Context: an optimization exercise on an open-source flow, tuned for small area and a short achievable clock period. The choices shown serve that exercise and are no tape-out recipe.
Function was checked by simulation only, so behaviour that the tests miss may differ from the original.

File: design/flow/flow/run.sh
#!/bin/bash
# Layout: the standard flow (standard synthesis included), run with the
# extra ORFS make variables listed in flow/make_args.txt: a setup margin for
# the resizer so that it sizes the netlist for a shorter achieved period, and
# the port buffer cell. Clock, constraints and scripts are unchanged.
set -euo pipefail
mapfile -t ARGS < <(grep -v '^#' flow/make_args.txt | grep -v '^$')
bash standard.sh "${ARGS[@]}" finish > flow_make.log 2>&1
File: design/flow/flow/make_args.txt
SETUP_SLACK_MARGIN=22
MATCH_CELL_FOOTPRINT=0
BUFFER_PORTS_ARGS=-buffer_cell sky130_fd_sc_hd__buf_2
File: design/flow/standard.sh
#!/bin/bash
# synth_recipe.tcl (not shown) runs the flow's synth.tcl, then flattens the netlist and writes it again
# the make line also repeats each setting of config.mk as NAME=value (left out here)
make -C /OpenROAD-flow-scripts/flow DESIGN_CONFIG=/design/flow/config.mk WORK_HOME=/design/flow/orfs CLKGATE_MAP_FILE= SYNTH_SCRIPT=/design/flow/synth_recipe.tcl "${@:-finish}"
File: design/flow/config.mk
export PLATFORM = sky130hd
export DESIGN_NAME = ck_crc_bank
export DESIGN_NICKNAME = ck_crc_bank
export VERILOG_FILES = /design/flow/design.v
export SDC_FILE = /design/flow/constraint.sdc
export NUM_CORES = 4
export LEC_CHECK = 0
export CAP_MARGIN = 20
export CORE_MARGIN = 2
export CORE_UTILIZATION = 55
export CTS_BUF_LIST = sky130_fd_sc_hd__clkbuf_8
export CTS_CLUSTER_SIZE = 25
export PLACE_DENSITY = 0.75
export SLEW_MARGIN = 20
File: design/flow/constraint.sdc
create_clock -name core_clock -period 30.0 [get_ports {clk}]
set_input_delay 6.0000 -clock core_clock [delete_from_list [all_inputs] [get_ports {clk}]]
set_output_delay 6.0000 -clock core_clock [all_outputs]
set_load 0.01 [all_outputs]
File: design/flow/design.v
module ck_crc_bank (
    input  wire        clk,
    input  wire        rst_n,      
    input  wire        req,        
    input  wire        we,         
    input  wire [7:0]  addr,       
    input  wire [31:0] wdata,
    input  wire [3:0]  wstrb,      
    output wire        rvalid,     
    output wire [31:0] rdata
);
    reg [2:0]  cfg_poly [0:7];
    reg        cfg_finv [0:7];
    reg        cfg_refl [0:7];
    reg [31:0] val      [0:7];
    reg        s_rd;                   
    reg        s_rv, s_rc;             
    reg        s_inv0, s_inv1, s_inv2;  
    reg        s_wcfg, s_wval;         
    reg        s_f32, s_f16, s_f8, s_seed;
    reg [7:0]  s_u;                    
    reg [31:0] s_w;                    
    reg [31:0] s_cv;                   
    reg [2:0]  s_cp;                   
    reg        s_cf, s_cr;
    reg        s_n32, s_n16, s_n8;
    reg        s_r16, s_r32;
    reg        s_w8, s_w16;
    reg        s_fany;
    wire [2:0] unit = addr[7:5];
    wire [2:0] rsel = addr[4:2];
    wire wr = req && we && (wstrb == 4'hF);
    wire rd = req && !we;
    integer k;
    wire        any_w = s_wcfg | s_wval | s_f32 | s_f16 | s_f8;
    wire [31:0] nval;                  
    wire [7:0]  dec   = 8'b1 << unit;
    wire [7:0]  vstal = s_u & {8{any_w}};
    wire [7:0]  cstal = s_u & {8{s_wcfg}};
    reg  [31:0] a_v;
    reg  [2:0]  a_p;
    reg         a_f, a_r;
    always @* begin
        a_v = (|(dec & vstal)) ? nval : 32'h0;
        a_p = (|(dec & cstal)) ? s_w[4:2] : 3'b0;
        a_f = (|(dec & cstal)) && s_w[1];
        a_r = (|(dec & cstal)) && s_w[0];
        for (k = 0; k < 8; k = k + 1) begin
            if (dec[k] && !vstal[k])
                a_v = a_v | val[k];
            if (dec[k] && !cstal[k]) begin
                a_p = a_p | cfg_poly[k];
                a_f = a_f | cfg_finv[k];
                a_r = a_r | cfg_refl[k];
            end
        end
    end
    wire a_w8  = a_p[2];
    wire a_w16 = a_p[1] & a_p[0];
    wire a_inv = rd && rsel == 3'd2 && a_f;
    always @(posedge clk) begin
        s_u  <= dec;
        s_w  <= wdata;
        s_cv <= a_v;
        s_cp <= a_p;
        s_cf <= a_f;
        s_cr <= a_r;
        s_n32 <= !a_r && !a_w8 && !a_w16;
        s_n16 <= !a_r && a_w16;
        s_n8  <= !a_r && a_w8;
        s_r16 <= a_r && !a_w8;
        s_r32 <= a_r && !a_w8 && !a_w16;
        s_w8  <= a_w8;
        s_w16 <= a_w16;
        if (!rst_n) begin
            s_rd <= 1'b0; s_rv <= 1'b0; s_rc <= 1'b0;
            s_inv0 <= 1'b0; s_inv1 <= 1'b0; s_inv2 <= 1'b0;
            s_wcfg <= 1'b0; s_wval <= 1'b0;
            s_f32 <= 1'b0; s_f16 <= 1'b0; s_f8 <= 1'b0; s_seed <= 1'b0; s_fany <= 1'b0;
        end else begin
            s_rd   <= rd;
            s_rv   <= rd && (rsel == 3'd1 || rsel == 3'd2);
            s_rc   <= rd && rsel == 3'd0;
            s_inv0 <= a_inv;
            s_inv1 <= a_inv && !a_w8;
            s_inv2 <= a_inv && !a_w8 && !a_w16;
            s_wcfg <= wr && rsel == 3'd0 && wdata[4:2] <= 3'b100;
            s_wval <= wr && rsel == 3'd1;
            s_f32  <= wr && (rsel == 3'd3 || rsel == 3'd4);
            s_f16  <= wr && rsel == 3'd5;
            s_f8   <= wr && rsel == 3'd6;
            s_fany <= wr && (rsel == 3'd3 || rsel == 3'd4 || rsel == 3'd5 || rsel == 3'd6);
            s_seed <= rsel == 3'd3;
        end
    end
    assign rvalid = s_rd;
    assign rdata  = ({32{s_rv}} & (s_cv ^ {{16{s_inv2}}, {8{s_inv1}}, {8{s_inv0}}}))
                  | ({32{s_rc}} & {27'b0, s_cp, s_cf, s_cr});
    function [31:0] rev32;
        input [31:0] x;
        integer i;
        for (i = 0; i < 32; i = i + 1) rev32[i] = x[31-i];
    endfunction
    wire [31:0] cv = s_cv;
    wire [2:0]  cp = s_cp;
    wire        cr = s_cr;
    wire w8  = s_w8;
    wire w16 = s_w16;
    wire [31:0] cmask = w8 ? 32'h0000_00FF : (w16 ? 32'h0000_FFFF : 32'hFFFF_FFFF);
    wire [31:0] cin = ({32{s_cr}} & rev32(cv)) | ({32{s_n32}} & cv)
                    | ({32{s_n16}} & {cv[15:0], 16'b0}) | ({32{s_n8}} & {cv[7:0], 24'b0});
    wire [31:0] w_bs  = {s_w[7:0], s_w[15:8], s_w[23:16], s_w[31:24]};
    wire [31:0] dord  = s_seed ? s_w : w_bs;
    wire [31:0] drev  = rev32({dord[7:0], dord[15:8], dord[23:16], dord[31:24]});
    wire [31:0] dfull = cr ? drev : dord;
    wire [31:0] dmask = s_f8 ? 32'hFF00_0000 : (s_f16 ? 32'hFFFF_0000 : 32'hFFFF_FFFF);
    wire [31:0] t = cin ^ (dfull & dmask);
    wire [31:0] u = s_f8 ? {24'b0, t[31:24]} : (s_f16 ? {16'b0, t[31:16]} : t);
    wire [31:0] lower = s_f8 ? {t[23:0], 8'b0} : (s_f16 ? {t[15:0], 16'b0} : 32'b0);
    wire ps0 = ((cp[1:0]==2'd0));
    wire ps1 = ((cp[1:0]==2'd1));
    wire ps2 = ((cp[1:0]==2'd0) | (cp[1:0]==2'd1));
    wire ps3 = ((cp[1:0]==2'd2));
    wire ps4 = ((cp[1:0]==2'd0) | (cp[1:0]==2'd2));
    wire ps5 = ((cp[1:0]==2'd1) | (cp[1:0]==2'd2));
    wire ps6 = ((cp[1:0]==2'd0) | (cp[1:0]==2'd1) | (cp[1:0]==2'd2));
    wire ps7 = ((cp[1:0]==2'd3));
    wire ps8 = ((cp[1:0]==2'd0) | (cp[1:0]==2'd3));
    wire ps9 = ((cp[1:0]==2'd1) | (cp[1:0]==2'd3));
    wire ps10 = ((cp[1:0]==2'd0) | (cp[1:0]==2'd1) | (cp[1:0]==2'd3));
    wire ps11 = ((cp[1:0]==2'd2) | (cp[1:0]==2'd3));
    wire ps12 = ((cp[1:0]==2'd0) | (cp[1:0]==2'd2) | (cp[1:0]==2'd3));
    wire ps13 = ((cp[1:0]==2'd1) | (cp[1:0]==2'd2) | (cp[1:0]==2'd3));
    wire ps14 = ((cp==3'd0));
    wire ps15 = ((cp==3'd0) | (cp==3'd1));
    wire ps16 = ((cp==3'd0) | (cp==3'd2));
    wire ps17 = ((cp==3'd1) | (cp==3'd2));
    wire ps18 = ((cp==3'd0) | (cp==3'd1) | (cp==3'd2));
    wire ps19 = ((cp==3'd0) | (cp==3'd3));
    wire ps20 = ((cp==3'd0) | (cp==3'd1) | (cp==3'd3));
    wire ps21 = ((cp==3'd0) | (cp==3'd2) | (cp==3'd3));
    wire ps22 = ((cp==3'd1) | (cp==3'd2) | (cp==3'd3));
    wire ps23 = ((cp==3'd0) | (cp==3'd1) | (cp==3'd2) | (cp==3'd3));
    wire ps24 = ((cp==3'd4));
    wire ps25 = ((cp==3'd1) | (cp==3'd4));
    wire ps26 = ((cp==3'd1) | (cp==3'd2) | (cp==3'd4));
    wire ps27 = ((cp==3'd0) | (cp==3'd1) | (cp==3'd2) | (cp==3'd4));
    wire ps28 = ((cp==3'd3) | (cp==3'd4));
    wire ps29 = ((cp==3'd0) | (cp==3'd3) | (cp==3'd4));
    wire ps30 = ((cp==3'd1) | (cp==3'd3) | (cp==3'd4));
    wire ps31 = ((cp==3'd1) | (cp==3'd2) | (cp==3'd3) | (cp==3'd4));
    wire ps32 = ((cp==3'd3));
    wire ps33 = ((cp==3'd0) | (cp==3'd4));
    wire ps34 = ((cp==3'd0) | (cp==3'd1) | (cp==3'd4));
    wire ps35 = ((cp==3'd0) | (cp==3'd2) | (cp==3'd4));
    wire ps36 = ((cp==3'd0) | (cp==3'd1) | (cp==3'd3) | (cp==3'd4));
    wire ps37 = ((cp==3'd0) | (cp==3'd2) | (cp==3'd3) | (cp==3'd4));
    wire ps38 = ((cp==3'd2));
    wire ps39 = ((cp==3'd1) | (cp==3'd3));
    wire ps40 = ((cp==3'd2) | (cp==3'd3));
    wire ps41 = ((cp==3'd2) | (cp==3'd4));
    wire ps42 = ((cp==3'd2) | (cp==3'd3) | (cp==3'd4));
    wire ps43 = ((cp==3'd1));
    wire [31:0] r;
    assign r[0] = lower[0] ^ (ps0 & (u[4] ^ u[5] ^ u[8] ^ u[18] ^ u[21] ^ u[27])) ^ (ps1 & (u[2] ^ u[3] ^ u[13] ^ u[20] ^ u[22])) ^ (ps2 & (u[7] ^ u[17] ^ u[23])) ^ (ps3 & (u[10] ^ u[29])) ^ (ps4 & (u[16] ^ u[30] ^ u[31])) ^ (ps5 & (u[24])) ^ (u[0] ^ u[6] ^ u[9] ^ u[12] ^ u[25] ^ u[26] ^ u[28]);
    assign r[1] = lower[1] ^ (ps0 & (u[5] ^ u[19] ^ u[26] ^ u[31])) ^ (ps1 & (u[2] ^ u[4] ^ u[14] ^ u[20] ^ u[21])) ^ (ps2 & (u[8] ^ u[10] ^ u[18] ^ u[22] ^ u[29])) ^ (ps3 & (u[11] ^ u[16])) ^ (ps4 & (u[7] ^ u[13] ^ u[24])) ^ (ps5 & (u[0] ^ u[12])) ^ (u[1] ^ u[6] ^ u[9] ^ u[17] ^ u[27] ^ u[28]);
    assign r[2] = lower[2] ^ (ps0 & (u[23] ^ u[27] ^ u[28])) ^ (ps1 & (u[5] ^ u[12] ^ u[15] ^ u[21])) ^ (ps2 & (u[10] ^ u[11] ^ u[19] ^ u[20] ^ u[25] ^ u[29])) ^ (ps3 & (u[13] ^ u[16] ^ u[31])) ^ (ps4 & (u[2] ^ u[7] ^ u[8] ^ u[9] ^ u[14])) ^ (ps5 & (u[0] ^ u[1] ^ u[17] ^ u[24] ^ u[26])) ^ (u[6] ^ u[18] ^ u[30]);
    assign r[3] = lower[3] ^ (ps0 & (u[24] ^ u[28] ^ u[29])) ^ (ps1 & (u[6] ^ u[13] ^ u[16] ^ u[22])) ^ (ps2 & (u[11] ^ u[12] ^ u[20] ^ u[21] ^ u[26] ^ u[30])) ^ (ps3 & (u[14] ^ u[17])) ^ (ps4 & (u[3] ^ u[8] ^ u[9] ^ u[10] ^ u[15])) ^ (ps5 & (u[1] ^ u[2] ^ u[18] ^ u[25] ^ u[27])) ^ (u[7] ^ u[19] ^ u[31]);
    assign r[4] = lower[4] ^ (ps0 & (u[10] ^ u[13] ^ u[16] ^ u[22])) ^ (ps1 & (u[14])) ^ (ps2 & (u[9] ^ u[21] ^ u[27])) ^ (ps3 & (u[2] ^ u[3] ^ u[15] ^ u[18])) ^ (ps4 & (u[4] ^ u[11] ^ u[12] ^ u[20] ^ u[29] ^ u[30])) ^ (ps5 & (u[0] ^ u[6] ^ u[19] ^ u[24])) ^ (u[8] ^ u[25] ^ u[31]);
    assign r[5] = lower[5] ^ (ps0 & (u[11] ^ u[12] ^ u[14] ^ u[17] ^ u[23] ^ u[30] ^ u[31])) ^ (ps1 & (u[15] ^ u[25])) ^ (ps2 & (u[9] ^ u[22] ^ u[26])) ^ (ps3 & (u[0] ^ u[3] ^ u[4] ^ u[6] ^ u[19] ^ u[24] ^ u[29])) ^ (ps4 & (u[5] ^ u[13] ^ u[21])) ^ (ps5 & (u[1] ^ u[7] ^ u[20])) ^ (u[10] ^ u[28]);
    assign r[6] = lower[6] ^ (ps0 & (u[15] ^ u[26])) ^ (ps1 & (u[3] ^ u[12] ^ u[27])) ^ (ps2 & (u[0] ^ u[9] ^ u[10] ^ u[13] ^ u[16] ^ u[17] ^ u[24] ^ u[28])) ^ (ps3 & (u[1] ^ u[2])) ^ (ps4 & (u[4] ^ u[5] ^ u[14] ^ u[30])) ^ (ps5 & (u[6] ^ u[20])) ^ (u[7] ^ u[8] ^ u[11] ^ u[21] ^ u[22] ^ u[25] ^ u[29]);
    assign r[7] = lower[7] ^ (ps0 & (u[9] ^ u[12] ^ u[17] ^ u[26] ^ u[27] ^ u[31])) ^ (ps1 & (u[4] ^ u[20])) ^ (ps2 & (u[1] ^ u[6] ^ u[11] ^ u[14] ^ u[18] ^ u[30])) ^ (ps3 & (u[7] ^ u[28])) ^ (ps4 & (u[5] ^ u[15] ^ u[16] ^ u[22] ^ u[23] ^ u[25])) ^ (ps5 & (u[0] ^ u[2] ^ u[3] ^ u[21] ^ u[24])) ^ (u[8] ^ u[10] ^ u[29]);
    assign r[8] = lower[8] ^ (ps0 & (u[13] ^ u[24])) ^ (ps1 & (u[7] ^ u[9] ^ u[30])) ^ (ps2 & (u[2] ^ u[5] ^ u[15] ^ u[19] ^ u[21] ^ u[25])) ^ (ps3 & (u[17] ^ u[23] ^ u[28])) ^ (ps4 & (u[0] ^ u[8] ^ u[10])) ^ (ps5 & (u[1] ^ u[3] ^ u[12] ^ u[22] ^ u[31])) ^ (u[4] ^ u[11]);
    assign r[9] = lower[9] ^ (ps0 & (u[0] ^ u[7] ^ u[14] ^ u[17] ^ u[21] ^ u[27] ^ u[28] ^ u[30])) ^ (ps1 & (u[6] ^ u[10] ^ u[16] ^ u[26])) ^ (ps2 & (u[3] ^ u[8] ^ u[20] ^ u[22] ^ u[31])) ^ (ps3 & (u[9] ^ u[24] ^ u[29])) ^ (ps4 & (u[1] ^ u[11] ^ u[18])) ^ (ps5 & (u[2] ^ u[5] ^ u[12] ^ u[13])) ^ (u[4] ^ u[23]);
    assign r[10] = lower[10] ^ (ps0 & (u[1] ^ u[6] ^ u[7] ^ u[15] ^ u[17] ^ u[24] ^ u[30])) ^ (ps1 & (u[4] ^ u[11] ^ u[12] ^ u[20] ^ u[21])) ^ (ps2 & (u[22] ^ u[25] ^ u[27])) ^ (ps3 & (u[3] ^ u[9] ^ u[13] ^ u[31])) ^ (ps4 & (u[16] ^ u[19] ^ u[29])) ^ (ps5 & (u[5] ^ u[14] ^ u[28])) ^ (u[0] ^ u[2] ^ u[26]);
    assign r[11] = lower[11] ^ (ps0 & (u[6])) ^ (ps1 & (u[7] ^ u[29])) ^ (ps2 & (u[2] ^ u[5] ^ u[21])) ^ (ps3 & (u[14] ^ u[16] ^ u[26] ^ u[28] ^ u[31])) ^ (ps4 & (u[3] ^ u[4] ^ u[12])) ^ (ps5 & (u[15] ^ u[17] ^ u[24] ^ u[25] ^ u[27])) ^ (u[0] ^ u[1] ^ u[9] ^ u[20]);
    assign r[12] = lower[12] ^ (ps0 & (u[7])) ^ (ps1 & (u[8] ^ u[16] ^ u[25] ^ u[26] ^ u[28])) ^ (ps2 & (u[3] ^ u[10] ^ u[22])) ^ (ps3 & (u[0] ^ u[9] ^ u[12] ^ u[15] ^ u[17] ^ u[24] ^ u[27] ^ u[31])) ^ (ps4 & (u[4] ^ u[5] ^ u[13])) ^ (ps5 & (u[18] ^ u[30])) ^ (u[1] ^ u[2] ^ u[6] ^ u[21]);
    assign r[13] = lower[13] ^ (ps0 & (u[0] ^ u[12] ^ u[21] ^ u[30])) ^ (ps1 & (u[4] ^ u[23] ^ u[29])) ^ (ps2 & (u[9] ^ u[11] ^ u[17] ^ u[26] ^ u[27])) ^ (ps3 & (u[1] ^ u[5] ^ u[6] ^ u[10] ^ u[13])) ^ (ps4 & (u[14] ^ u[16] ^ u[18] ^ u[25] ^ u[28])) ^ (ps5 & (u[7] ^ u[19])) ^ (u[2] ^ u[3] ^ u[22] ^ u[31]);
    assign r[14] = lower[14] ^ (ps0 & (u[0] ^ u[1] ^ u[9] ^ u[13] ^ u[16] ^ u[21] ^ u[22] ^ u[25])) ^ (ps1 & (u[12] ^ u[18] ^ u[24] ^ u[27] ^ u[28])) ^ (ps2 & (u[5] ^ u[10] ^ u[30])) ^ (ps3 & (u[2] ^ u[11] ^ u[14] ^ u[17] ^ u[26])) ^ (ps4 & (u[6] ^ u[7] ^ u[15] ^ u[19] ^ u[29])) ^ (ps5 & (u[4] ^ u[20] ^ u[23])) ^ (u[3] ^ u[8]);
    assign r[15] = lower[15] ^ (ps0 & (u[1] ^ u[6] ^ u[10] ^ u[14])) ^ (ps1 & (u[0] ^ u[19] ^ u[29])) ^ (ps2 & (u[2] ^ u[11] ^ u[17] ^ u[22] ^ u[23] ^ u[26] ^ u[31])) ^ (ps3 & (u[15] ^ u[18] ^ u[24] ^ u[27])) ^ (ps4 & (u[8] ^ u[9] ^ u[16] ^ u[30])) ^ (ps5 & (u[3] ^ u[5] ^ u[12] ^ u[21])) ^ (u[4] ^ u[7] ^ u[20]);
    assign r[16] = lower[16] ^ (ps0 & (u[3] ^ u[10] ^ u[15] ^ u[23] ^ u[31])) ^ (ps1 & (u[1] ^ u[25])) ^ (ps2 & (u[2] ^ u[7] ^ u[9] ^ u[18])) ^ (ps3 & (u[13] ^ u[29])) ^ (ps4 & (u[24])) ^ (ps5 & (u[30])) ^ (ps6 & (u[5] ^ u[17] ^ u[21])) ^ (ps7 & (u[20])) ^ (ps8 & (u[11])) ^ (ps9 & (u[28])) ^ (ps10 & (u[27])) ^ (ps11 & (u[19] ^ u[22])) ^ (ps12 & (u[12])) ^ (ps13 & (u[0] ^ u[4] ^ u[26])) ^ (u[8]);
    assign r[17] = lower[17] ^ (ps0 & (u[3] ^ u[4] ^ u[11] ^ u[16])) ^ (ps1 & (u[0] ^ u[7] ^ u[17])) ^ (ps2 & (u[8] ^ u[10] ^ u[19] ^ u[24])) ^ (ps3 & (u[14] ^ u[30])) ^ (ps4 & (u[6] ^ u[22])) ^ (ps5 & (u[31])) ^ (ps6 & (u[18] ^ u[25])) ^ (ps7 & (u[21])) ^ (ps8 & (u[28])) ^ (ps9 & (u[29])) ^ (ps10 & (u[12])) ^ (ps12 & (u[9])) ^ (ps13 & (u[1] ^ u[5] ^ u[20] ^ u[23] ^ u[27])) ^ (u[13]);
    assign r[18] = lower[18] ^ (ps0 & (u[0] ^ u[16] ^ u[27])) ^ (ps1 & (u[1] ^ u[9] ^ u[25])) ^ (ps2 & (u[8] ^ u[11] ^ u[18] ^ u[20])) ^ (ps3 & (u[7] ^ u[15] ^ u[23])) ^ (ps4 & (u[31])) ^ (ps5 & (u[26])) ^ (ps6 & (u[19])) ^ (ps7 & (u[22])) ^ (ps8 & (u[29])) ^ (ps10 & (u[13] ^ u[30])) ^ (ps12 & (u[10])) ^ (ps13 & (u[2] ^ u[24])) ^ (u[6] ^ u[14] ^ u[21] ^ u[28]);
    assign r[19] = lower[19] ^ (ps0 & (u[1] ^ u[4] ^ u[5] ^ u[18] ^ u[26])) ^ (ps1 & (u[10] ^ u[13] ^ u[17] ^ u[21] ^ u[28])) ^ (ps2 & (u[0] ^ u[6] ^ u[19])) ^ (ps4 & (u[8] ^ u[16] ^ u[20])) ^ (ps5 & (u[24])) ^ (ps6 & (u[27])) ^ (ps7 & (u[30])) ^ (ps9 & (u[31])) ^ (ps10 & (u[14] ^ u[23])) ^ (ps11 & (u[3] ^ u[7])) ^ (ps12 & (u[11] ^ u[22] ^ u[25])) ^ (u[15] ^ u[29]);
    assign r[20] = lower[20] ^ (ps0 & (u[19] ^ u[20])) ^ (ps1 & (u[3] ^ u[6] ^ u[11] ^ u[13] ^ u[14] ^ u[29])) ^ (ps2 & (u[0] ^ u[1] ^ u[2] ^ u[18])) ^ (ps3 & (u[21] ^ u[28])) ^ (ps4 & (u[25])) ^ (ps5 & (u[9] ^ u[17])) ^ (ps8 & (u[24] ^ u[31])) ^ (ps10 & (u[15])) ^ (ps12 & (u[4] ^ u[8])) ^ (ps13 & (u[12] ^ u[16] ^ u[23] ^ u[26] ^ u[30]));
    assign r[21] = lower[21] ^ (ps0 & (u[21])) ^ (ps1 & (u[7] ^ u[14] ^ u[15] ^ u[30])) ^ (ps2 & (u[1] ^ u[2] ^ u[3])) ^ (ps3 & (u[29])) ^ (ps5 & (u[10] ^ u[18] ^ u[27])) ^ (ps7 & (u[0] ^ u[8] ^ u[11] ^ u[28])) ^ (ps8 & (u[20] ^ u[25])) ^ (ps9 & (u[4] ^ u[12])) ^ (ps10 & (u[16] ^ u[19])) ^ (ps11 & (u[22])) ^ (ps12 & (u[5] ^ u[9] ^ u[26])) ^ (ps13 & (u[13] ^ u[17] ^ u[24] ^ u[31]));
    assign r[22] = lower[22] ^ (ps0 & (u[7] ^ u[22] ^ u[30])) ^ (ps1 & (u[4] ^ u[15])) ^ (ps2 & (u[2] ^ u[3] ^ u[8] ^ u[28])) ^ (ps3 & (u[24])) ^ (ps4 & (u[0])) ^ (ps5 & (u[11] ^ u[19])) ^ (ps6 & (u[16] ^ u[31])) ^ (ps7 & (u[1] ^ u[6] ^ u[21])) ^ (ps8 & (u[10])) ^ (ps9 & (u[13] ^ u[17])) ^ (ps10 & (u[5] ^ u[20] ^ u[25])) ^ (ps11 & (u[26] ^ u[27] ^ u[29])) ^ (ps12 & (u[9] ^ u[12] ^ u[23])) ^ (ps13 & (u[14])) ^ (u[18]);
    assign r[23] = lower[23] ^ (ps0 & (u[25])) ^ (ps1 & (u[4])) ^ (ps2 & (u[3] ^ u[5] ^ u[12])) ^ (ps3 & (u[31])) ^ (ps4 & (u[0] ^ u[1])) ^ (ps5 & (u[9] ^ u[17] ^ u[20])) ^ (ps6 & (u[16] ^ u[29])) ^ (ps7 & (u[2] ^ u[22])) ^ (ps8 & (u[7] ^ u[10] ^ u[11] ^ u[24] ^ u[28] ^ u[30])) ^ (ps9 & (u[14] ^ u[21])) ^ (ps10 & (u[18])) ^ (ps12 & (u[13] ^ u[27])) ^ (ps13 & (u[6] ^ u[15] ^ u[26])) ^ (u[19]);
    assign r[24] = lower[24] ^ (ps14 & (u[26])) ^ (ps15 & (u[4] ^ u[6] ^ u[13])) ^ (ps16 & (u[1] ^ u[2])) ^ (ps17 & (u[18])) ^ (ps18 & (u[17])) ^ (ps19 & (u[29])) ^ (ps20 & (u[19])) ^ (ps21 & (u[14] ^ u[28])) ^ (ps22 & (u[16])) ^ (ps23 & (u[20])) ^ (ps24 & (u[0] ^ u[9] ^ u[24])) ^ (ps25 & (u[5])) ^ (ps26 & (u[10] ^ u[21])) ^ (ps27 & (u[30])) ^ (ps28 & (u[3] ^ u[23])) ^ (ps29 & (u[8] ^ u[11] ^ u[12] ^ u[25] ^ u[31])) ^ (ps30 & (u[15] ^ u[22])) ^ (ps31 & (u[7] ^ u[27]));
    assign r[25] = lower[25] ^ (ps14 & (u[25])) ^ (ps15 & (u[14])) ^ (ps16 & (u[2])) ^ (ps17 & (u[11] ^ u[18] ^ u[19] ^ u[22] ^ u[31])) ^ (ps32 & (u[9] ^ u[12] ^ u[24])) ^ (ps20 & (u[20] ^ u[23])) ^ (ps21 & (u[29])) ^ (ps23 & (u[8] ^ u[17])) ^ (ps24 & (u[1] ^ u[27])) ^ (ps33 & (u[0])) ^ (ps25 & (u[5] ^ u[7])) ^ (ps34 & (u[6])) ^ (ps35 & (u[3])) ^ (ps28 & (u[26] ^ u[30])) ^ (ps29 & (u[4] ^ u[13])) ^ (ps36 & (u[16])) ^ (ps37 & (u[15])) ^ (ps31 & (u[21])) ^ (u[28]);
    assign r[26] = lower[26] ^ (ps15 & (u[8])) ^ (ps38 & (u[20])) ^ (ps17 & (u[19] ^ u[26])) ^ (ps32 & (u[5])) ^ (ps19 & (u[27])) ^ (ps39 & (u[13])) ^ (ps40 & (u[22])) ^ (ps21 & (u[31])) ^ (ps22 & (u[18])) ^ (ps24 & (u[11])) ^ (ps33 & (u[1] ^ u[12])) ^ (ps25 & (u[2])) ^ (ps34 & (u[15])) ^ (ps41 & (u[4])) ^ (ps35 & (u[6] ^ u[23])) ^ (ps27 & (u[0] ^ u[3] ^ u[28])) ^ (ps28 & (u[9] ^ u[16] ^ u[17] ^ u[30])) ^ (ps29 & (u[14])) ^ (ps30 & (u[21])) ^ (ps36 & (u[29])) ^ (ps42 & (u[10])) ^ (ps37 & (u[24])) ^ (u[25]);
    assign r[27] = lower[27] ^ (ps14 & (u[12])) ^ (ps43 & (u[3])) ^ (ps38 & (u[7])) ^ (ps16 & (u[5] ^ u[24])) ^ (ps17 & (u[20])) ^ (ps32 & (u[10] ^ u[28])) ^ (ps19 & (u[6] ^ u[15] ^ u[31])) ^ (ps39 & (u[14] ^ u[22] ^ u[30])) ^ (ps40 & (u[11] ^ u[25])) ^ (ps22 & (u[19])) ^ (ps33 & (u[0] ^ u[2] ^ u[8] ^ u[13])) ^ (ps25 & (u[9] ^ u[16])) ^ (ps35 & (u[21])) ^ (ps26 & (u[4])) ^ (ps27 & (u[1] ^ u[27] ^ u[29])) ^ (ps29 & (u[17] ^ u[18])) ^ (ps37 & (u[23])) ^ (ps31 & (u[26]));
    assign r[28] = lower[28] ^ (ps15 & (u[13])) ^ (ps38 & (u[20])) ^ (ps17 & (u[6] ^ u[25])) ^ (ps18 & (u[12] ^ u[21] ^ u[26])) ^ (ps32 & (u[16] ^ u[29])) ^ (ps19 & (u[23])) ^ (ps39 & (u[7] ^ u[15])) ^ (ps20 & (u[0] ^ u[4] ^ u[31])) ^ (ps21 & (u[8])) ^ (ps33 & (u[1] ^ u[14] ^ u[17] ^ u[19])) ^ (ps25 & (u[9] ^ u[10])) ^ (ps34 & (u[3])) ^ (ps35 & (u[2])) ^ (ps26 & (u[30])) ^ (ps27 & (u[5] ^ u[27])) ^ (ps28 & (u[18])) ^ (ps42 & (u[28])) ^ (u[22] ^ u[24]);
    assign r[29] = lower[29] ^ (ps14 & (u[15])) ^ (ps43 & (u[10] ^ u[11])) ^ (ps15 & (u[14])) ^ (ps38 & (u[26])) ^ (ps16 & (u[13])) ^ (ps17 & (u[31])) ^ (ps18 & (u[3])) ^ (ps39 & (u[16] ^ u[17])) ^ (ps20 & (u[1])) ^ (ps21 & (u[23] ^ u[25])) ^ (ps33 & (u[18])) ^ (ps25 & (u[0] ^ u[12])) ^ (ps34 & (u[2] ^ u[4] ^ u[20])) ^ (ps41 & (u[7] ^ u[21])) ^ (ps35 & (u[6] ^ u[22] ^ u[28])) ^ (ps27 & (u[27])) ^ (ps28 & (u[19] ^ u[30])) ^ (ps30 & (u[8])) ^ (ps36 & (u[5] ^ u[24])) ^ (ps42 & (u[29])) ^ (u[9]);
    assign r[30] = lower[30] ^ (ps14 & (u[16])) ^ (ps43 & (u[0] ^ u[11])) ^ (ps15 & (u[15])) ^ (ps38 & (u[27])) ^ (ps16 & (u[14])) ^ (ps18 & (u[4])) ^ (ps32 & (u[17])) ^ (ps19 & (u[2])) ^ (ps39 & (u[18])) ^ (ps23 & (u[24] ^ u[26])) ^ (ps24 & (u[13])) ^ (ps33 & (u[3] ^ u[19])) ^ (ps25 & (u[1])) ^ (ps34 & (u[5] ^ u[21])) ^ (ps41 & (u[8])) ^ (ps35 & (u[28] ^ u[29])) ^ (ps26 & (u[22])) ^ (ps27 & (u[7] ^ u[23])) ^ (ps28 & (u[9] ^ u[31])) ^ (ps29 & (u[6] ^ u[25])) ^ (ps30 & (u[20])) ^ (ps42 & (u[30])) ^ (u[10]);
    assign r[31] = lower[31] ^ (ps14 & (u[17])) ^ (ps43 & (u[1] ^ u[12])) ^ (ps15 & (u[16])) ^ (ps38 & (u[28])) ^ (ps16 & (u[15])) ^ (ps18 & (u[5])) ^ (ps32 & (u[18])) ^ (ps19 & (u[3])) ^ (ps39 & (u[19])) ^ (ps23 & (u[25] ^ u[27])) ^ (ps24 & (u[14])) ^ (ps33 & (u[4] ^ u[20])) ^ (ps25 & (u[2])) ^ (ps34 & (u[6] ^ u[22])) ^ (ps41 & (u[9])) ^ (ps35 & (u[29] ^ u[30])) ^ (ps26 & (u[23])) ^ (ps27 & (u[8] ^ u[24])) ^ (ps28 & (u[10])) ^ (ps29 & (u[7] ^ u[26])) ^ (ps30 & (u[21])) ^ (ps42 & (u[31])) ^ (u[11]);
    wire [31:0] rr = rev32(r);
    wire [31:0] fold = ({{16{s_r32}}, {8{s_r16}}, {8{s_cr}}} & rr) | ({32{s_n32}} & r)
                     | ({32{s_n16}} & {16'b0, r[31:16]}) | ({32{s_n8}} & {24'b0, r[31:24]});
    wire [31:0] vmask_new = (s_w[4:2] == 3'b100) ? 32'h0000_00FF :
                            (s_w[4:2] == 3'b011) ? 32'h0000_FFFF : 32'hFFFF_FFFF;
    assign nval = ({32{s_wcfg}} & cv & vmask_new) | ({32{s_wval}} & s_w & cmask)
                | ({32{s_fany}} & fold);
    wire [31:0] vbus = nval | {32{!rst_n}};
    wire [4:0]  cbus = rst_n ? s_w[4:0] : 5'b000_11;
    always @(posedge clk) begin
        for (k = 0; k < 8; k = k + 1) begin
            if (!rst_n || (any_w && s_u[k]))
                val[k] <= vbus;
            if (!rst_n || (s_wcfg && s_u[k])) begin
                cfg_poly[k] <= cbus[4:2];
                cfg_finv[k] <= cbus[1];
                cfg_refl[k] <= cbus[0];
            end
        end
    end
endmodule
==> results of run 1 <==
[cells in the final DEF, fill, tap and decap left out, types with 9 or more instances in the layout]
| cell type | n |
|---|---|
| o21a_1 | 17 |
| nand2b_1 | 21 |
| or2_2 | 13 |
| a222oi_1 | 34 |
| mux2i_1 | 28 |
| a22oi_1 | 115 |
| o21ai_0 | 50 |
| and2_1 | 47 |
| a211oi_1 | 11 |
| a221oi_1 | 50 |
| xnor2_1 | 412 |
| mux2_2 | 15 |
| nand2_2 | 10 |
| a21o_1 | 12 |
| nand3_1 | 31 |
| xor2_1 | 116 |
| buf_2 | 78 |
| xnor3_1 | 87 |
| edfxtp_1 | 296 |
| a211o_1 | 14 |
| o22ai_1 | 13 |
| clkinv_2 | 9 |
| nor3_1 | 23 |
| nand4_1 | 14 |
| inv_1 | 54 |
| o211ai_1 | 19 |
| nand2_1 | 242 |
| or3_1 | 12 |
| a22o_1 | 68 |
| buf_4 | 71 |
| nor2_1 | 181 |
| mux4_2 | 22 |
| a21oi_1 | 75 |
| clkbuf_8 | 65 |
| dfxtp_1 | 91 |
| o2111ai_1 | 25 |
[worst reg2reg max path, cell delays in order, from the launching register on]
cell and delay, ps:
dfxtp_2 330, buf_4 610, nor2b_1 600, a22oi_1 280, xor2_1 900, a221o_1 860
nand4_1 170, o211ai_1 140, xor2_1 170, xnor3_1 490, xnor3_1 540, a222oi_1 330
o21ai_1 300, a222oi_1 650, nand2_1 310
[cells by family (layout without fill, tap and decap cells)]
kind of cell | Yosys count | count (layout) | share of synthesized area
simple gates | 644 | 644 | 0.1083
compound gates | 583 | 583 | 0.1636
fa+ha+maj | 4 | 4 | 0.001853
buf+inv | 217 | 293 | 0.03469
xor+xnor | 629 | 629 | 0.2538
flops | 392 | 392 | 0.4001
mux | 70 | 70 | 0.03770
[worst min-delay path by stage]
stage	endpoint	slack, ps	depth (start not counted)
after floorplan	s_cv[30]	450	2
after global placement	s_cv[18]	460	2
after detailed placement	s_cv[12]	470	2
after CTS	s_cv[27]	470	2
after global routing	s_cv[16]	490	2
final	s_cv[16]	480	2
[area by class of cell]
cell class / instances / area share
timing repair buffer: 150 / 0.03161
clock buffer: 65 / 0.03046
multi-input combinational: 1930 / 0.5280
sequential: 392 / 0.3684
tap: 664 / 0.02829
inverter: 29 / 0.003707
clock inverter: 49 / 0.009501
[metrics by stage]
stage	setup slack [ps]
2_1_floorplan	22000
3_3_place_gp	21580
3_5_place_dp	21480
4_1_cts	22010
5_1_grt	22000
6_report	22060
[flip-flops by register name, summed over array words and instances, names as in the netlist, 3 cells and up]
name      cells
cfg_poly     24
s_w          32
val         256
cfg_refl      8
s_u           8
s_cv         32
s_cp          3
cfg_finv      8
[per-layer routing]
layer / share of wire / up-vias / wire [um]
li1: - / 9369 / -
met1: 0.38 / 10960 / 41210
met2: 0.43 / 1718 / 46490
met3: 0.12 / 367 / 12680
met4: 0.076 / 6 / 8293
met5: 0.00042 / - / 46
[repair_timing]
action,4_1_cts,5_1_grt
endpoints found under the setup margin,32,2
gates resized for setup,2,1
hold buffers,0,0
pin swaps,0,0
==> flow_summary.toml, run 1 <==
[floorplan]
io_pins = 81
die_h_um = 225.6
start_util = 0.5542
die-width_um = 225.6
die_area_um2 = 50910
rows = 81
core-area_um2 = 48750

[sta]
skew_ps = 65.25
slew_headroom = 0.09410
whs_ps = 481.9
tightest_slew_ps = 1349
rsz0062_at_grt = "false"
hold_viol_final = 0
period_minus_slack_ps = 7939
setup_violations = 0
fmax_ghz = 0.1260
final_max_slew_viol_count = 0
fin_setup_tns_ps = 0
timing.final.crit_share = 0.2646

[critical_path]
cp_cell_sequence = "xor2_1 > and2_1 > buf_2"
start_kind = "register"
critPathRequiredTime_ps = 24000
path_buf_inv = 1
r2r_start = "s_cr"
path_class = "reg -> out"
critPathArrivalTime_ps = 1940
max_stage_delay_ps = 590
worstSetupStartpoint = "s_inv1"
slowest_stage = "dfxtp_1"
crit_fanout = 8
cp-end-kind = "primary output"
crit_end = "rdata[14]"
reg2reg_depth = 14
crit_family = "flip-flops"
reg2reg_to = "val[3][6]"
cp.depth = 3
r2r_slack_ps = 22980

[logic_synthesis]
synth.distinct_cells = 90
yosysSeqAreaShare = 0.4001
ys_top_cells_by_count = "xnor2_1, edfxtp_1, nand2_1"
syn_area_um2 = 27020
synth_top_flop_cell = "edfxtp_1"
synthArstFlopShare = 0
synth_area_leaders = "edfxtp_1, xnor2_1, xnor3_1"
synth-seq-cells = 392
synth_top_area_frac = 0.3290
synth.most_common_cell = "xnor2_1"
synth_nets = 2591
synth_cells = 2539
avgSynthCellArea_um2 = 10.64
synth_edf_count = 296
yosys_warnings = 5
synth_top_area_cell = "edfxtp_1"

[clocking]
cts_tree = "built"
cts_buffers = 60
htree_levels = 2
cts_root_buffer = "clkbuf_8"
cts.path.max_buffers = 3
insertion_delay_ps = 690
cts_setup_buffers = 0
clk_pin_slew_worst_paths_ps = 70
cts_sinks = 392

[finish]
drive_gt1_frac = 0.1319
diodes = 0
multi_input_comb_area_um2 = 15500
design_area_um2 = 29370
area_growth_pct = 8.693
final_util = 0.6024
n_fill_cell = 4030
instances_no_fill = 3279
seqCellArea_um2 = 10820
nNetsFinal = 2615

[job]
maxCapViolCount = 0

[placement]
place_area_um2 = 28170
routabilityCongestion = 1.042
dp_hpwl_um = 76480
port_buffers = 78
dp.cells = 3164

[global_routing]
grt_use_total = 0.4280
grt_pass1_wl_um = 153500
busiest_layer = "met2"
grt_pass1_vias = 21220
grt-ovfl-total = 0
grt_util_met2 = 0.6270
grt_max_degree = 69
grt_util_met3 = 0.1019
met1_usage = 0.5680
antenna_found_initial = 4

[worst_hold_path]
hp-class = "reg -> reg"
min_from = "val[0][16]"

[route]
drcViolationCount = 0
ant_nets = 0
drt-total-wl_um = 108700
avgRoutedWirePerCell_um = 33.16
drtIter0Drc = 3552
drt_pass1_iterations = 9
vias = 22420
via_per_inst = 6.836

[status]
outcome = "complete, no violations"
==> run 2, diff against run 1 <==
--- a/design/flow/design.v
+++ b/design/flow/design.v
@@ -15,2 +15,3 @@
     reg [31:0] val      [0:7];
+    reg        s_rst;                  
     reg        s_rd;                   
@@ -36,5 +37,7 @@
     wire [31:0] nval;                  
+    wire [31:0] vbus = nval | {32{s_rst}};
+    wire [4:0]  cbus = s_rst ? 5'b000_11 : s_w[4:0];
     wire [7:0]  dec   = 8'b1 << unit;
-    wire [7:0]  vstal = s_u & {8{any_w}};
-    wire [7:0]  cstal = s_u & {8{s_wcfg}};
+    wire [7:0]  vstal = (s_u & {8{any_w}}) | {8{s_rst}};
+    wire [7:0]  cstal = (s_u & {8{s_wcfg}}) | {8{s_rst}};
     reg  [31:0] a_v;
@@ -43,6 +46,6 @@
     always @* begin
-        a_v = (|(dec & vstal)) ? nval : 32'h0;
-        a_p = (|(dec & cstal)) ? s_w[4:2] : 3'b0;
-        a_f = (|(dec & cstal)) && s_w[1];
-        a_r = (|(dec & cstal)) && s_w[0];
+        a_v = (|(dec & vstal)) ? vbus : 32'h0;
+        a_p = (|(dec & cstal)) ? cbus[4:2] : 3'b0;
+        a_f = (|(dec & cstal)) && cbus[1];
+        a_r = (|(dec & cstal)) && cbus[0];
         for (k = 0; k < 8; k = k + 1) begin
@@ -61,2 +64,3 @@
     always @(posedge clk) begin
+        s_rst <= !rst_n;
         s_u  <= dec;
@@ -203,9 +207,7 @@
                 | ({32{s_fany}} & fold);
-    wire [31:0] vbus = nval | {32{!rst_n}};
-    wire [4:0]  cbus = rst_n ? s_w[4:0] : 5'b000_11;
     always @(posedge clk) begin
         for (k = 0; k < 8; k = k + 1) begin
-            if (!rst_n || (any_w && s_u[k]))
+            if (s_rst || (any_w && s_u[k]))
                 val[k] <= vbus;
-            if (!rst_n || (s_wcfg && s_u[k])) begin
+            if (s_rst || (s_wcfg && s_u[k])) begin
                 cfg_poly[k] <= cbus[4:2];
==> design/flow/flow/make_args.txt (replaced) <==
SETUP_SLACK_MARGIN=22.7
MATCH_CELL_FOOTPRINT=0
BUFFER_PORTS_ARGS=-buffer_cell sky130_fd_sc_hd__buf_2
--- a/design/flow/config.mk
+++ b/design/flow/config.mk
@@ -9,6 +9,5 @@
 export CORE_MARGIN = 2
-export CORE_UTILIZATION = 55
+export CORE_UTILIZATION = 40
 export CTS_BUF_LIST = sky130_fd_sc_hd__clkbuf_8
 export CTS_CLUSTER_SIZE = 25
-export PLACE_DENSITY = 0.75
 export SLEW_MARGIN = 20
==> flow_summary.toml, run 2 <==
[critical_path]
reg2reg_depth = 14
path_class = "reg -> out"
cp_cell_sequence = "buf_12 > xor2_1 > and2_1 > buf_2"
path_buf_inv = 2
crit_family = "flip-flops"
max_stage_delay_ps = 390
crit_fanout = 10
slowest_stage = "dfxtp_4"
cp.depth = 4
cp-end-kind = "primary output"
critPathArrivalTime_ps = 1600
critPathRequiredTime_ps = 24000
start_kind = "register"

[logic_synthesis]
synth_area_leaders = "edfxtp_1, xnor2_1, dfxtp_1"
synth_top_area_cell = "edfxtp_1"
synth_cells = 2560
yosysSeqAreaShare = 0.4048
synth_top_area_frac = 0.3322
synth_top_flop_cell = "edfxtp_1"
avgSynthCellArea_um2 = 10.45
yosys_warnings = 5
synthArstFlopShare = 0
ys_top_cells_by_count = "xnor2_1, edfxtp_1, nand2_1"
syn_area_um2 = 26760
synth_nets = 2612
synth.most_common_cell = "xnor2_1"
synth-seq-cells = 393
synth.distinct_cells = 94
synth_edf_count = 296

[global_routing]
grt_max_degree = 66
grt_pass1_wl_um = 155400
grt_pass1_vias = 21290
grt-ovfl-total = 0
grt_use_total = 0.3101
antenna_found_initial = 1

[route]
ant_nets = 0
drt-total-wl_um = 110200
drtIter0Drc = 3100
via_per_inst = 6.320
drcViolationCount = 0
drt_pass1_iterations = 6
avgRoutedWirePerCell_um = 31.13
vias = 22370

[finish]
n_fill_cell = 6141
multi_input_comb_area_um2 = 15360
design_area_um2 = 30130
layout.cells.most_common = "xnor2_1"
regMostFlops = "val"
seqCellArea_um2 = 10940
layout_common_cells = "xnor2_1, edfxtp_1, nand2_1, nor2_1, xor2_1"
drive_gt1_frac = 0.1642
reg_top3 = "val x256, s_cv x32, s_w x32"
area_growth_pct = 12.60
largest_reg_flops = 256
nNetsFinal = 2679

[floorplan]
io_pins = 81
start_util = 0.4055
core-area_um2 = 65980
die_area_um2 = 68980
rows = 94
die_h_um = 262.6
die-width_um = 262.6

[sta]
tightest_slew_ps = 1273
hold_viol_final = 0
setup_violations = 0
fin_setup_tns_ps = 0
rsz0062_at_grt = "true"
final_max_slew_viol_count = 0
skew_ps = 48.06
timing.final.crit_share = 0.2532
slew_headroom = 0.1513
period_minus_slack_ps = 7596
fmax_ghz = 0.1317
setup_ws_ps = 22400

[placement]
dp_hpwl_um = 73840
port_buffers = 78
place_area_um2 = 28290
dp_slack_ps = 21830
routabilityCongestion = 1.020

[clocking]
cts_sinks = 393
cts_buffers = 56
cts.path.max_buffers = 3
clk_pin_slew_worst_paths_ps = 60
htree_levels = 2
cts_root_buffer = "clkbuf_8"
insertion_delay_ps = 620
cts_tree = "built"

[job]
maxCapViolCount = 0

[worst_hold_path]
hold-path-cell-count = 2
hp-class = "reg -> reg"

[status]
outcome = "complete, no violations"
run 2: cell count changes after synthesis, sizes merged, moves of 22 or more:
cell    delta
a21o      +37
a221oi    +22
nand2     -56
nand3     +25
xnor2     +42
xnor3     -34
xor2      +26
run 2: metrics by stage:
step | util | std cells | hold slack (ps)
final | 0.4566 | 3540 | 491.4
after floorplan | - | 2560 | 450.8
after CTS | 0.4542 | 3533 | 493.7
after global placement | 0.4278 | 3396 | 465.7
after global routing | 0.4566 | 3539 | 516.7
after detailed placement | 0.4287 | 3399 | 478.7
run 2: final cells by class:
class | count | area share
multi-input cells | 1955 | 0.5098
flip-flops and latches | 393 | 0.3631
repair buffers | 196 | 0.04842
well taps | 864 | 0.03588
clock buffers | 63 | 0.02878
clock inverters | 42 | 0.01067
inverters | 25 | 0.003115
diodes | 2 | 0.0001661
run 2: timing repair:
action	CTS	global route
resized for setup	75	23
hold buffers	0	0
endpoints found under the hold margin	0	0
setup endpoints to repair	66	42
cloned	5	0
pin swaps	16	24
setup buffers	24	5
run 2: cells by family (layout without fill, tap and decap cells):
family                     count (synthesis)  after routing  synth area share
DFF                                      393            393            0.4048
buffers and inverters                    213            326           0.03413
and+or+nand+nor                          638            639            0.1111
adders and majority gates                  4              4          0.001870
muxes                                     54             54           0.03348
xor gates and xnor gates                 656            656            0.2459
AOI/OAI and AO/OA                        602            602            0.1688
other                                      0              2                 0
run 2: final timing paths:
kind                                  from         end  slack, ps
worst max register to register      s_seed  val[1][21]      23450
worst max-delay path                s_inv2   rdata[26]      22400
worst min register to register  val[5][31]    s_cv[31]        490
worst min-delay path            val[5][31]    s_cv[31]        490
run 2: worst register-to-register path, cell delays in order (launching register included):
cell and delay, ps:
dfxtp_2 320, buf_4 470, mux4_2 660, o21ai_1 290, nand2_1 420, a222oi_1 450
buf_4 440, xor2_1 790, xor2_1 200, xnor2_1 220, a21oi_1 100, xnor2_1 190
xnor2_1 660, a22oi_1 220, o211ai_1 810
run 2: layer usage:
layer	up-vias	routed length, um	global-route usage
li1	9513	-	-
met1	10990	42890	0.4105
met3	381	11770	0.06034
met2	1485	47660	0.4655
met4	0	7878	0.1980
met5	-	0	0
==> run 3, diff against run 2 <==
==> design/flow/flow/make_args.txt (replaced) <==
SETUP_SLACK_MARGIN=22.55
MATCH_CELL_FOOTPRINT=0
BUFFER_PORTS_ARGS=-buffer_cell sky130_fd_sc_hd__buf_2
==> flow_summary.toml, run 3 <==
[logic_synthesis]
synth_cells = 2560
syn_area_um2 = 26760
synth.distinct_cells = 94
synth_top_area_cell = "edfxtp_1"
synth_nets = 2612
synth_top_area_frac = 0.3322
synth_top_flop_cell = "edfxtp_1"
synth.most_common_cell = "xnor2_1"
avgSynthCellArea_um2 = 10.45
synth_edf_count = 296
synth_area_leaders = "edfxtp_1, xnor2_1, dfxtp_1"
yosys_warnings = 5
ys_top_cells_by_count = "xnor2_1, edfxtp_1, nand2_1"
synth-seq-cells = 393
synthArstFlopShare = 0
yosysSeqAreaShare = 0.4048

[finish]
layout.cells.most_common = "xnor2_1"
nNetsFinal = 2668
diodes = 0
regMostFlops = "val"
drive_gt1_frac = 0.1611
area_growth_pct = 11.90
layout_common_cells = "xnor2_1, edfxtp_1, nand2_1, nor2_1, xor2_1"
largest_reg_flops = 256
reg_top3 = "val x256, s_cv x32, s_w x32"

[worst_hold_path]
hold-path-cell-count = 2
min_from = "val[5][31]"
holdPathEnd = "s_cv[31]"
hp-class = "reg -> reg"

[sta]
period_minus_slack_ps = 7678
whs_ps = 483.9
fmax_ghz = 0.1302
final_max_slew_viol_count = 0
slew_headroom = 0.2495
fin_setup_tns_ps = 0
setup_violations = 0
tightest_slew_ps = 1118
hold_viol_final = 0
skew_ps = 52.40
rsz0062_at_grt = "true"
timing.final.crit_share = 0.2559
setup_ws_ps = 22320

[critical_path]
path_buf_inv = 2
reg2reg_to = "val[5][21]"
critPathArrivalTime_ps = 1680
r2r_slack_ps = 23520
cp_cell_sequence = "buf_12 > xor2_1 > and2_1 > buf_2"
r2r_start = "s_seed"
start_kind = "register"
crit_family = "flip-flops"
reg2reg_depth = 14
max_stage_delay_ps = 440
slowest_stage = "dfxtp_4"
cp-end-kind = "primary output"
critPathRequiredTime_ps = 24000
crit_fanout = 9
path_class = "reg -> out"

[clocking]
cts.path.max_buffers = 3
clk_pin_slew_worst_paths_ps = 70
htree_levels = 2
insertion_delay_ps = 630
cts_root_buffer = "clkbuf_8"
cts_tree = "built"
cts_buffers = 56
cts_sinks = 393

[floorplan]
rows = 94
die-width_um = 262.6
die_h_um = 262.6
start_util = 0.4055
io_pins = 81
die_area_um2 = 68980
core-area_um2 = 65980

[route]
ant_nets = 0
drcViolationCount = 0
avgRoutedWirePerCell_um = 30.88
drt_pass1_iterations = 7
drt-total-wl_um = 108900
drtIter0Drc = 2946
via_per_inst = 6.311
vias = 22260

[placement]
dp_slack_ps = 21920
routabilityCongestion = 1.003
dp_hpwl_um = 73990
port_buffers = 78

[global_routing]
grt_use_total = 0.3082
antenna_found_initial = 3
grt_max_degree = 66
grt-ovfl-total = 0
grt_pass1_vias = 21260
grt_pass1_wl_um = 155100

[status]
outcome = "complete, no violations"

[job]
maxCapViolCount = 0
==> run 3: logic make-up (layout without fill, tap and decap cells) <==
group | count (synthesis) | in the layout | share of synthesized area
XOR/XNOR | 656 | 656 | 0.2459
AND/OR/NAND/NOR | 638 | 638 | 0.1111
AO/OA/AOI/OAI | 602 | 602 | 0.1688
flip-flops | 393 | 393 | 0.4048
buffers and inverters | 213 | 316 | 0.03413
multiplexers | 54 | 54 | 0.03348
adder cells (fa/ha/maj) | 4 | 4 | 0.001870
==> run 3: layer usage <==
metal	track usage	share of wire	vias up
met5	0	0	-
met4	0.1867	0.072	0
met3	0.06644	0.10	348
met2	0.4661	0.43	1470
met1	0.4047	0.39	10980
li1	-	-	9457
==> run 3: worst register-to-register path: stages, from the launching register on <==
cell      delay, ps
dfxtp_2         310
buf_4           500
mux4_2          670
o21ai_1         320
nand2_1         430
a222oi_1        460
buf_4           430
xor2_2          650
xor2_1          270
xnor2_1         140
a21oi_1         110
xnor2_1         190
xnor2_1         720
a22oi_1         180
o211ai_1        770
==> run 3: area by class of cell <==
type	instances	area, um^2
clock inverters	43	282.8
multi-input cells	1954	15350
repair buffers	186	1355
inverters	25	93.84
fillers	6157	36040
clock buffers	62	853.3
flip-flops and latches	393	10930
well taps	864	1081
==> run 3: worst max-delay path by stage <==
stage               startpoint         to  depth (start not counted)
floorplan              addr[5]      s_r32                         12
CTS                     s_inv2  rdata[22]                          4
finish                  s_inv2  rdata[22]                          4
global placement       addr[5]      s_r32                         10
detailed placement     addr[5]      s_r32                         10
global route            s_inv2  rdata[29]                          4
==> run 3: metrics by stage <==
| stage | utilization | instances | area [um^2] |
|---|---|---|---|
| floorplan | - | 2560 | 26820 |
| CTS | 0.4515 | 3522 | 29790 |
| global route | 0.4538 | 3527 | 29940 |
| finish | 0.4538 | 3527 | 29940 |
| detailed placement | 0.4278 | 3397 | 28230 |
| global placement | 0.4277 | 3397 | 28220 |
==> run 3: what timing repair did <==
action / 4_1_cts / 5_1_grt
setup endpoints to repair: 32 / 39
gates cloned: 4 / 0
setup buffers: 16 / 3
pin swaps: 12 / 13
hold buffers: 0 / 0
resized for setup: 67 / 18
==> run 4, diff against run 3 <==
==> design/flow/flow/make_args.txt (replaced) <==
SETUP_SLACK_MARGIN=22.4
MATCH_CELL_FOOTPRINT=0
BUFFER_PORTS_ARGS=-buffer_cell sky130_fd_sc_hd__buf_2
==> flow_summary.toml, run 4 <==
[clocking]
cts_sinks = 393
htree_levels = 2
cts_buffers = 57
cts_root_buffer = "clkbuf_8"
clk_pin_slew_worst_paths_ps = 70
cts_tree = "built"
hold_buffers = 0
insertion_delay_ps = 630
cts.path.max_buffers = 3

[logic_synthesis]
yosys.area_share.adder = 0.001870
synth_top_flop_cell = "edfxtp_1"
synth_top_area_frac = 0.3322
synthSimpleGateAreaFrac = 0.1111
yosysSeqAreaShare = 0.4048
synth_area_leaders = "edfxtp_1, xnor2_1, dfxtp_1"
synth_top_family_by_area = "XOR/XNOR gates"
synth.area.mux_share = 0.03348
synth_top_area_cell = "edfxtp_1"
syn_area_um2 = 26760
synth_edf_count = 296
synth-seq-cells = 393
synth.most_common_cell = "xnor2_1"
yosys_warnings = 5
synthArstFlopShare = 0
avgSynthCellArea_um2 = 10.45
synth_cells = 2560
ys_top_cells_by_count = "xnor2_1, edfxtp_1, nand2_1"
synth.distinct_cells = 94
synth_nets = 2612
synth_compound_area_frac = 0.1688
synthXorXnorAreaFrac = 0.2459

[floorplan]
rows = 94
die-width_um = 262.6
core-area_um2 = 65980
die_area_um2 = 68980
io_pins = 81
start_util = 0.4055
die_h_um = 262.6

[sta]
final_max_slew_viol_count = 0
hold_viol_final = 0
setup_violations = 0
skew_ps = 42.35
rsz0062_at_grt = "true"
fmax_ghz = 0.1306
period_minus_slack_ps = 7657
slew_headroom = 0.1728
fin_setup_tns_ps = 0
setup_ws_ps = 22340
tightest_slew_ps = 1230
whs_ps = 483.4
timing.final.crit_share = 0.2552

[placement]
dp_slack_ps = 21830
routabilityCongestion = 1.017
port_buffers = 78
dp_hpwl_um = 73480

[route]
avgRoutedWirePerCell_um = 30.55
vias = 22120
drt_pass1_iterations = 8
via_per_inst = 6.286
drt-total-wl_um = 107500
drcViolationCount = 0
drtIter0Drc = 2955
ant_nets = 0

[critical_path]
path_class = "reg -> out"
critPathRequiredTime_ps = 24000
cp-end-kind = "primary output"
r2r_slack_ps = 23380
crit_fanout = 7
critPathArrivalTime_ps = 1660
start_kind = "register"

[global_routing]
grt_use_total = 0.3029
grt_util_met3 = 0.04901
busiest_layer = "met2"
grt-ovfl-total = 0
grt_pass1_wl_um = 152500
grt_pass1_vias = 21040
grt_util_met2 = 0.4580
grt_max_degree = 66
met1_usage = 0.4077
antenna_found_initial = 2

[finish]
regMostFlops = "val"
reg_top3 = "val x256, s_cv x32, s_w x32"
layout.cells.most_common = "xnor2_1"
n_fill_cell = 6236
area_growth_pct = 11.09
final_util = 0.4505
nNetsFinal = 2657
layout_common_cells = "xnor2_1, edfxtp_1, nand2_1, nor2_1, xor2_1"
largest_reg_flops = 256
drive_gt1_frac = 0.1542

[worst_hold_path]
hp-class = "reg -> reg"

[status]
outcome = "complete, no violations"

[job]
maxCapViolCount = 0
[run 4: cell counts after synthesis]
No cell type changed its count.
[run 4: cell type report]
type	count	area, um^2	share of cell area
Sequential cell	393	10900	0.3668
Inverter	25	93.84	0.003157
Antenna cell	1	2.502	0.00008418
Clock inverter	42	289.0	0.009723
Tap cell	864	1081	0.03637
Timing Repair Buffer	174	1224	0.04116
Multi-Input combinational cell	1954	15240	0.5126
Clock buffer	65	894.6	0.03010
[run 4: cell families after synthesis]
kind of cell | after synthesis
AND/OR/NAND/NOR | 638
adder cells (fa/ha/maj) | 4
flip-flops | 393
multiplexers | 54
buffers and inverters | 213
XOR/XNOR | 656
AO/OA/AOI/OAI | 602
[run 4: stage by stage]
stage	cells	cell area, um^2
after detailed placement	3400	28250
final	3518	29730
after floorplan	2560	26780
after global routing	3518	29730
after CTS	3513	29650
after global placement	3399	28220
[run 4: metal layers]
layer / part of all wire / vias to the layer above
li1: - / 9440
met1: 0.39 / 10850
met2: 0.43 / 1482
met3: 0.11 / 347
met4: 0.069 / 0
met5: 0 / -
[run 4: path summary, 6_finish.rpt]
check | from | end | depth (start not counted)
setup / recovery | s_inv2 | rdata[30] | 4
hold / removal | val[5][31] | s_cv[31] | 2
setup reg to reg | s_f8 | val[3][0] | 14
hold reg to reg | val[5][31] | s_cv[31] | 2
[run 4: critical path, cell delays in order, from the launching register on]
cell and delay (ps):
dfxtp_4 420, buf_12 150, xor2_1 160, and2_1 170, buf_2 140
[run 4: repair_timing]
item,in CTS,in global routing
gates cloned,2,0
endpoints found under the setup margin,32,27
gates resized for setup,49,11
endpoints found under the hold margin,0,0
pin swaps,0,1
setup buffers,4,4
==> run 5, diff against run 4 <==
--- a/design/flow/config.mk
+++ b/design/flow/config.mk
@@ -11,3 +11,3 @@
 export CTS_BUF_LIST = sky130_fd_sc_hd__clkbuf_8
-export CTS_CLUSTER_SIZE = 25
+export CTS_CLUSTER_SIZE = 35
 export SLEW_MARGIN = 20
==> flow_summary.toml, run 5 <==
[sta]
period_minus_slack_ps = 7657
timing.final.crit_share = 0.2552
final_max_slew_viol_count = 0
skew_ps = 42.35
hold_viol_final = 0
fin_setup_tns_ps = 0
rsz0062_at_grt = "true"
fmax_ghz = 0.1306
tightest_slew_ps = 1230
slew_headroom = 0.1728
setup_violations = 0

[critical_path]
start_kind = "register"
crit_fanout = 7
cp-end-kind = "primary output"
path_class = "reg -> out"
critPathArrivalTime_ps = 1660
critPathRequiredTime_ps = 24000

[job]
maxCapViolCount = 0

[clocking]
htree_levels = 2
cts_tree = "built"
cts_sinks = 393
cts.path.max_buffers = 3
hold_buffers = 0
insertion_delay_ps = 630
clk_pin_slew_worst_paths_ps = 70
cts_buffers = 57
cts_root_buffer = "clkbuf_8"

[logic_synthesis]
synth_top_area_frac = 0.3322
synth_nets = 2612
yosysSeqAreaShare = 0.4048
synth_edf_count = 296
ys_top_cells_by_count = "xnor2_1, edfxtp_1, nand2_1"
synthSimpleGateAreaFrac = 0.1111
synthArstFlopShare = 0
synth-seq-cells = 393
synth.area.mux_share = 0.03348
synth_compound_area_frac = 0.1688
synth.distinct_cells = 94
synth_top_family_by_area = "XOR/XNOR gates"
synthXorXnorAreaFrac = 0.2459
synth_area_leaders = "edfxtp_1, xnor2_1, dfxtp_1"
synth_top_flop_cell = "edfxtp_1"
synth_top_area_cell = "edfxtp_1"
yosys_warnings = 5
syn_area_um2 = 26760
yosys.area_share.adder = 0.001870
synth_cells = 2560
avgSynthCellArea_um2 = 10.45
synth.most_common_cell = "xnor2_1"

[route]
drt_pass1_iterations = 8
drtIter0Drc = 2955
via_per_inst = 6.286
drcViolationCount = 0
vias = 22120
avgRoutedWirePerCell_um = 30.55
drt-total-wl_um = 107500
ant_nets = 0

[finish]
layout.cells.most_common = "xnor2_1"
area_growth_pct = 11.09
largest_reg_flops = 256
reg_top3 = "val x256, s_cv x32, s_w x32"
regMostFlops = "val"
instances_no_fill = 3518
nNetsFinal = 2657
drive_gt1_frac = 0.1542
layout_common_cells = "xnor2_1, edfxtp_1, nand2_1, nor2_1, xor2_1"

[global_routing]
grt_max_degree = 66
grt_pass1_vias = 21040
grt_use_total = 0.3029
antenna_found_initial = 2
grt_pass1_wl_um = 152500
grt-ovfl-total = 0

[floorplan]
core-area_um2 = 65980
rows = 94
die_h_um = 262.6
die_area_um2 = 68980
die-width_um = 262.6
start_util = 0.4055
io_pins = 81

[placement]
dp_hpwl_um = 73480
port_buffers = 78
routabilityCongestion = 1.017
dp.cells = 3400

[worst_hold_path]
hp-class = "reg -> reg"

[status]
outcome = "complete, no violations"
run 5: cell counts after synthesis:
Identical to the previous run, type by type.
run 5: critical path, cell delays in order, from the launching register on:
cell,delay [ps]
dfxtp_4,420
buf_12,150
xor2_1,160
and2_1,170
buf_2,140
run 5: path summary, 6_finish.rpt:
path / startpoint / to / slack (ps) / cells after the start
setup / recovery: s_inv2 / rdata[30] / 22340 / 4
hold / removal: val[5][31] / s_cv[31] / 480 / 2
setup reg to reg: s_f8 / val[3][0] / 23380 / 14
hold reg to reg: val[5][31] / s_cv[31] / 480 / 2
run 5: final cells by class:
cell class	count	area, um^2
Multi-Input combinational cell	1954	15240
Tap cell	864	1081
Clock inverter	42	289.0
Antenna cell	1	2.502
Inverter	25	93.84
Fill cell	6236	36250
Clock buffer	65	894.6
Timing Repair Buffer	174	1224
Sequential cell	393	10900
run 5: through the flow:
stage	hold WS [ps]	instance area (um^2)	setup WS [ps]	util
CTS	487.9	29650	22350	0.4494
finish	483.4	29730	22340	0.4505
global placement	474.2	28220	21840	0.4277
detailed placement	476.0	28250	21830	0.4281
global route	517.1	29730	22290	0.4505
floorplan	450.8	26780	22390	-
run 5: repair_timing:
item                       CTS  global route
cloned                       2             0
setup endpoints to repair   32            27
setup buffers                4             4
resized for setup           49            11
pin swaps                    0             1
run 5: metal layers:
metal,GRT usage,vias up,share of wire
li1,-,9440,-
met1,0.4077,10850,0.39
met2,0.4580,1482,0.43
met3,0.04901,347,0.11
met4,0.1856,0,0.069
met5,0,-,0
run 5: logic make-up after synthesis:
logic type                 Yosys count
AOI/OAI and AO/OA                  602
buffers and inverters              213
muxes                               54
and+or+nand+nor                    638
xor gates and xnor gates           656
adders and majority gates            4
DFF                                393

re-timing with driven ports:
No port has a modelled driver above. Below, the same layouts with a new extraction and two added sets of constraints.
Step 1 assumes that a clkbuf_16 drives the clock port and a buf_2 every other input.
Step 2 adds t to the input delays and takes it off the output delays; t is the mean of the earliest and latest rising clock arrival at the registers after step 1. Input paths then give back, and output paths get back, about the clock's delay inside the block.
Slacks: no drivers / after step 1 / after step 2; pairs: no drivers / after step 1.
run	shift t [ns]	setup slack, ns	slew at the worst register clock pin (ns)	worst data-port slew with drivers (ns)	pins driven straight from the clock port
run 1	0.714	22.061 / 22.008 / 21.392	0.08 / 0.08	0.05	1
run 2	0.646	22.404 / 22.357 / 22.154	0.07 / 0.07	0.04	1
run 3	0.658	22.322 / 22.272 / 21.963	0.10 / 0.10	0.03	1
run 4	0.662	22.343 / 22.291 / 21.804	0.09 / 0.09	0.03	1
run 5	0.662	22.343 / 22.291 / 21.804	0.09 / 0.09	0.03	1
After both steps setup and hold are still met in every run listed. The setup slack of run 1, which loses most, moves by -0.053 ns with the drivers and by -0.669 ns with both steps.
